Source: an optimization exercise on an open RTL-to-GDS flow (aim: small area, a short achievable clock period and few clock cycles). Production flows keep margins and buffers that such runs may drop.
In this exercise RTL edits were held to simulation tests only and were not proved equivalent to the original.
No activity file was given, so power comes from the tool's default toggle rates.

## lane 4
==> flow/design.v (excerpt) <==
module rcu_tile_coder (
    input  wire        clk,
    input  wire        rst_n,
    input  wire        cfg_valid,
    output wire        cfg_ready,
    input  wire [5:0]  cfg_tw,
    input  wire [5:0]  cfg_th,
    input  wire        cfg_p2,
    input  wire        in_valid,
    output wire        in_ready,
    input  wire [24:0] in_data,
    output wire        out_valid,
    input  wire        out_ready,
    output wire [31:0] out_data,
    output wire        out_last,
    output wire [15:0] out_nbits
);
Settings: LEC_CHECK=0, CAP_MARGIN=20, CORE_MARGIN=2, CORE_UTILIZATION=40, PLACE_DENSITY=0.6, SLEW_MARGIN=20; clock period 20.0 ns.
run.sh (not shown) runs the stock make flow with config.mk's settings and CLKGATE_MAP_FILE= SYNTH_SCRIPT=/design/flow/synth_recipe.tcl, a recipe that flattens the netlist after the stock synthesis.
Testbench counts of lane 4, summed over its fixed seeds: cycles 114,207.
The inputs of lane 2 differ from those of lane 4 as listed below.
--- a/flow/design.v
+++ b/flow/design.v
@@ -142,54 +142,55 @@
             hd4 <= ca_p2 ? hd3 : hd2;
         end
     end
     wire signed [24:0] a = ha2;
     wire signed [24:0] b = hd2;
     wire signed [24:0] c = hd4;
     wire signed [24:0] d = d0;
     wire signed [24:0] s = x0;
     wire lt_ab = a < b;
     wire lt_ca = c < a;
-    wire lt_ac = a < c;
     wire lt_cb = c < b;
-    wire lt_bc = b < c;
-    wire c_ge_mx = lt_ab ? ~lt_cb : ~lt_ca;      
-    wire c_le_mn = lt_ab ? ~lt_ac : ~lt_bc;      
+    wire eq_ab = (a == b);
+    wire eq_ac = (a == c);
+    wire eq_bc = (b == c);
+    wire c_ge_mx = lt_ab ? ~lt_cb : ~lt_ca;                      
+    wire c_le_mn = lt_ab ? (lt_ca | eq_ac) : (lt_cb | eq_bc);    
     wire [24:0] grad = a + b - c;                
     reg [24:0] pred0;
     always @(*) begin
         if (top0 && left0)
             pred0 = 25'd0;
         else if (top0)
             pred0 = a;
         else if (left0)
             pred0 = b;
         else if (c_ge_mx)
             pred0 = lt_ab ? a : b;
         else if (c_le_mn)
             pred0 = lt_ab ? b : a;
         else
             pred0 = grad;
     end
-    wire rs0  = ~top0 & ~left0 & runok0 & (a == b) & (b == c) & (c == d);
+    wire rs0  = ~top0 & ~left0 & runok0 & eq_ab & eq_bc & (c == d);
     wire eqa0 = (s == a);
     reg        v1;
-    reg [24:0] s1, pred1;
+    reg [24:0] pred1;
+    wire [24:0] s1 = ha1;    
     reg        rs1, eqa1, lcol1, tlast1;
     reg [1:0]  ctx1;
     always @(posedge clk) begin
         if (!rst_q)
             v1 <= 1'b0;
         else if (adv)
             v1 <= v0;
         if (adv) begin
-            s1     <= x0;
             pred1  <= pred0;
             rs1    <= rs0;
             eqa1   <= eqa0;
             lcol1  <= lcol0;
             tlast1 <= tlast0;
             ctx1   <= ctx0;
         end
     end
     wire [25:0] e1 = {s1[24], s1} - {pred1[24], pred1};
     wire [25:0] m1 = {e1[24:0], 1'b0} ^ {26{e1[25]}};      
@@ -271,109 +272,103 @@
             ar <= byp ? (tlast2 ? 23'd3 : anew) : cam1[ctx1];
             nr <= byp ? (tlast2 ? 6'd1 : nnew) : cn[ctx1];
         end
     end
     reg [23:0] tk;
     always @(*) begin
         for (n = 0; n < 24; n = n + 1)
             tk[n] = ((ar >> n) >= {17'd0, nr});
     end
     wire [24:0] koh = {tk, 1'b1} & ~{1'b0, tk};    
-    reg  [4:0]  k2;
+    reg  [4:0]  k2, q2;
     reg         esc2;
+    wire [29:0] m2p = {4'd0, m2};
     always @(*) begin
         k2 = 5'd0;
+        q2 = 5'd0;
         esc2 = 1'b0;
         for (n = 0; n < 25; n = n + 1)
             if (koh[n]) begin
                 k2   = k2 | n[4:0];
+                q2   = q2 | m2p[n +: 5];
                 esc2 = esc2 | ((m2 >> n) >= 26'd24);
             end
     end
     reg        vc;
     reg [25:0] pmc;       
-    reg [4:0]  kc;
+    reg [4:0]  kc, qc;
     reg        escc, tlastc, hcc, hec;
     reg [5:0]  wc;
     always @(posedge clk) begin
         if (!rst_q)
             vc <= 1'b0;
         else if (adv)
             vc <= v2;
         if (adv) begin
             pmc    <= esc2 ? {1'b0, s2} : m2;
             kc     <= k2;
+            qc     <= q2;
             escc   <= esc2;
             tlastc <= tlast2;
             hcc    <= hc2;
             hec    <= he2;
             wc     <= w2;
         end
     end
-    wire [29:0] pmp = {4'd0, pmc};
-    reg  [4:0]  qc;
-    always @(*) begin
-        qc = 5'd0;
-        for (n = 0; n < 25; n = n + 1)
-            if (kc == n)
-                qc = qc | pmp[n +: 5];
-    end
     wire [5:0] qk     = {1'b0, qc} + {1'b0, kc};
     wire [5:0] lc     = escc ? 6'd49 : qk + 6'd1;
     wire [6:0] lsc    = escc ? 7'd31 : 7'd79 - {1'b0, qk};
     wire       bigc   = escc | (qk >= 6'd32);
     wire [3:0] eglenc = wc[5] ? 4'd9 : wc[4] ? 4'd7 : wc[3] ? 4'd5 : 4'd3;
+    wire [4:0] kkc = escc ? 5'd25 : kc;
+    reg [48:0] codec;
+    always @(*) begin
+        for (n = 0; n < 49; n = n + 1) begin
+            if (n < 25 && n < kkc)
+                codec[n] = pmc[n < 25 ? n : 0];
+            else
+                codec[n] = (n < lc) && !(n == kc && !escc);
+        end
+    end
     reg        v3;
-    reg [24:0] pm3;       
-    reg [4:0]  k3;        
+    reg [48:0] code3;
     reg [5:0]  l3;
     reg [3:0]  el3;       
     reg [6:0]  ls3, els3;  
-    reg        esc3, tlast3, hc3, he3, big3;
+    reg        tlast3, hc3, he3, big3;
     reg [5:0]  w3;
     always @(posedge clk) begin
         if (!rst_q) begin
             v3  <= 1'b0;
             he3 <= 1'b0;
             l3  <= 6'd1;
             el3 <= 4'd3;
             ls3 <= 7'd79;
             els3 <= 7'd77;
         end else if (adv) begin
             v3 <= vc;
             if (vc) begin
                 he3 <= hec;
                 l3  <= lc;
                 el3 <= eglenc;
                 ls3 <= lsc;
                 els3 <= 7'd80 - {3'd0, eglenc};
             end
         end
         if (adv && vc) begin
-            pm3    <= pmc[24:0];
-            k3     <= escc ? 5'd25 : kc;
-            esc3   <= escc;
+            code3  <= codec;
             big3   <= bigc;
             tlast3 <= tlastc;
             hc3    <= hcc;
             w3     <= wc;
         end
     end
-    reg [48:0] code3;
-    always @(*) begin
-        for (n = 0; n < 49; n = n + 1) begin
-            if (n < 25 && n < k3)
-                code3[n] = pm3[n < 25 ? n : 0];
-            else
-                code3[n] = (n < l3) && !(n == k3 && !esc3);
-        end
-    end
     reg        eg_done;
     reg [47:0] acc;       
     reg [5:0]  fill;
     reg        flushing;
     reg [15:0] nb;
     reg        out_v, sk_v;
     reg [31:0] out_d, sk_d;
     reg        out_l, sk_l;
     reg [15:0] out_nb, sk_nb;
     wire        egp   = he3 & ~eg_done;
--- outcome ---
- Taking lane 4 as the reference, in lane 2 power dissipated by switching net loads now smaller; power now smaller; synthesized cell count now smaller; final cell count without fillers now smaller; post-synthesis sequential element count comparable.
Testbench counts of lane 2, summed over its fixed seeds: cycles 114,207.

[static timing again, ports no longer ideal]
How much do the figures lean on ideal ports? The routed layouts below were timed once more, with nothing changed but the port constraints.
Step 1, drivers: a clkbuf_16 drives clk and a buf_2 each remaining input, both assumed.
Step 2 moves the port delays by t, midway between the first and last clock arrival at a register: inputs arrive t later, outputs are due t later. That takes back most of the time a late clock gives input paths.
a / b / c = ideal / step 1 / step 2; a / b = the first two.
run	shift t [ns]	setup WS [ns]	hold slack, ns	latest minus earliest clock arrival (ns)	slew at the worst register clock pin (ns)
lane 4	0.960	13.983 / 13.882 / 13.264	0.412 / 0.412 / 0.412	0.099 / 0.099	0.08 / 0.08
lane 2	0.992	14.169 / 14.075 / 13.825	0.410 / 0.410 / 0.410	0.109 / 0.109	0.07 / 0.07
After both steps every run listed still meets setup and hold. For lane 4, which loses most, drivers alone change the setup slack by -0.101 ns; drivers and shift together by -0.719 ns.
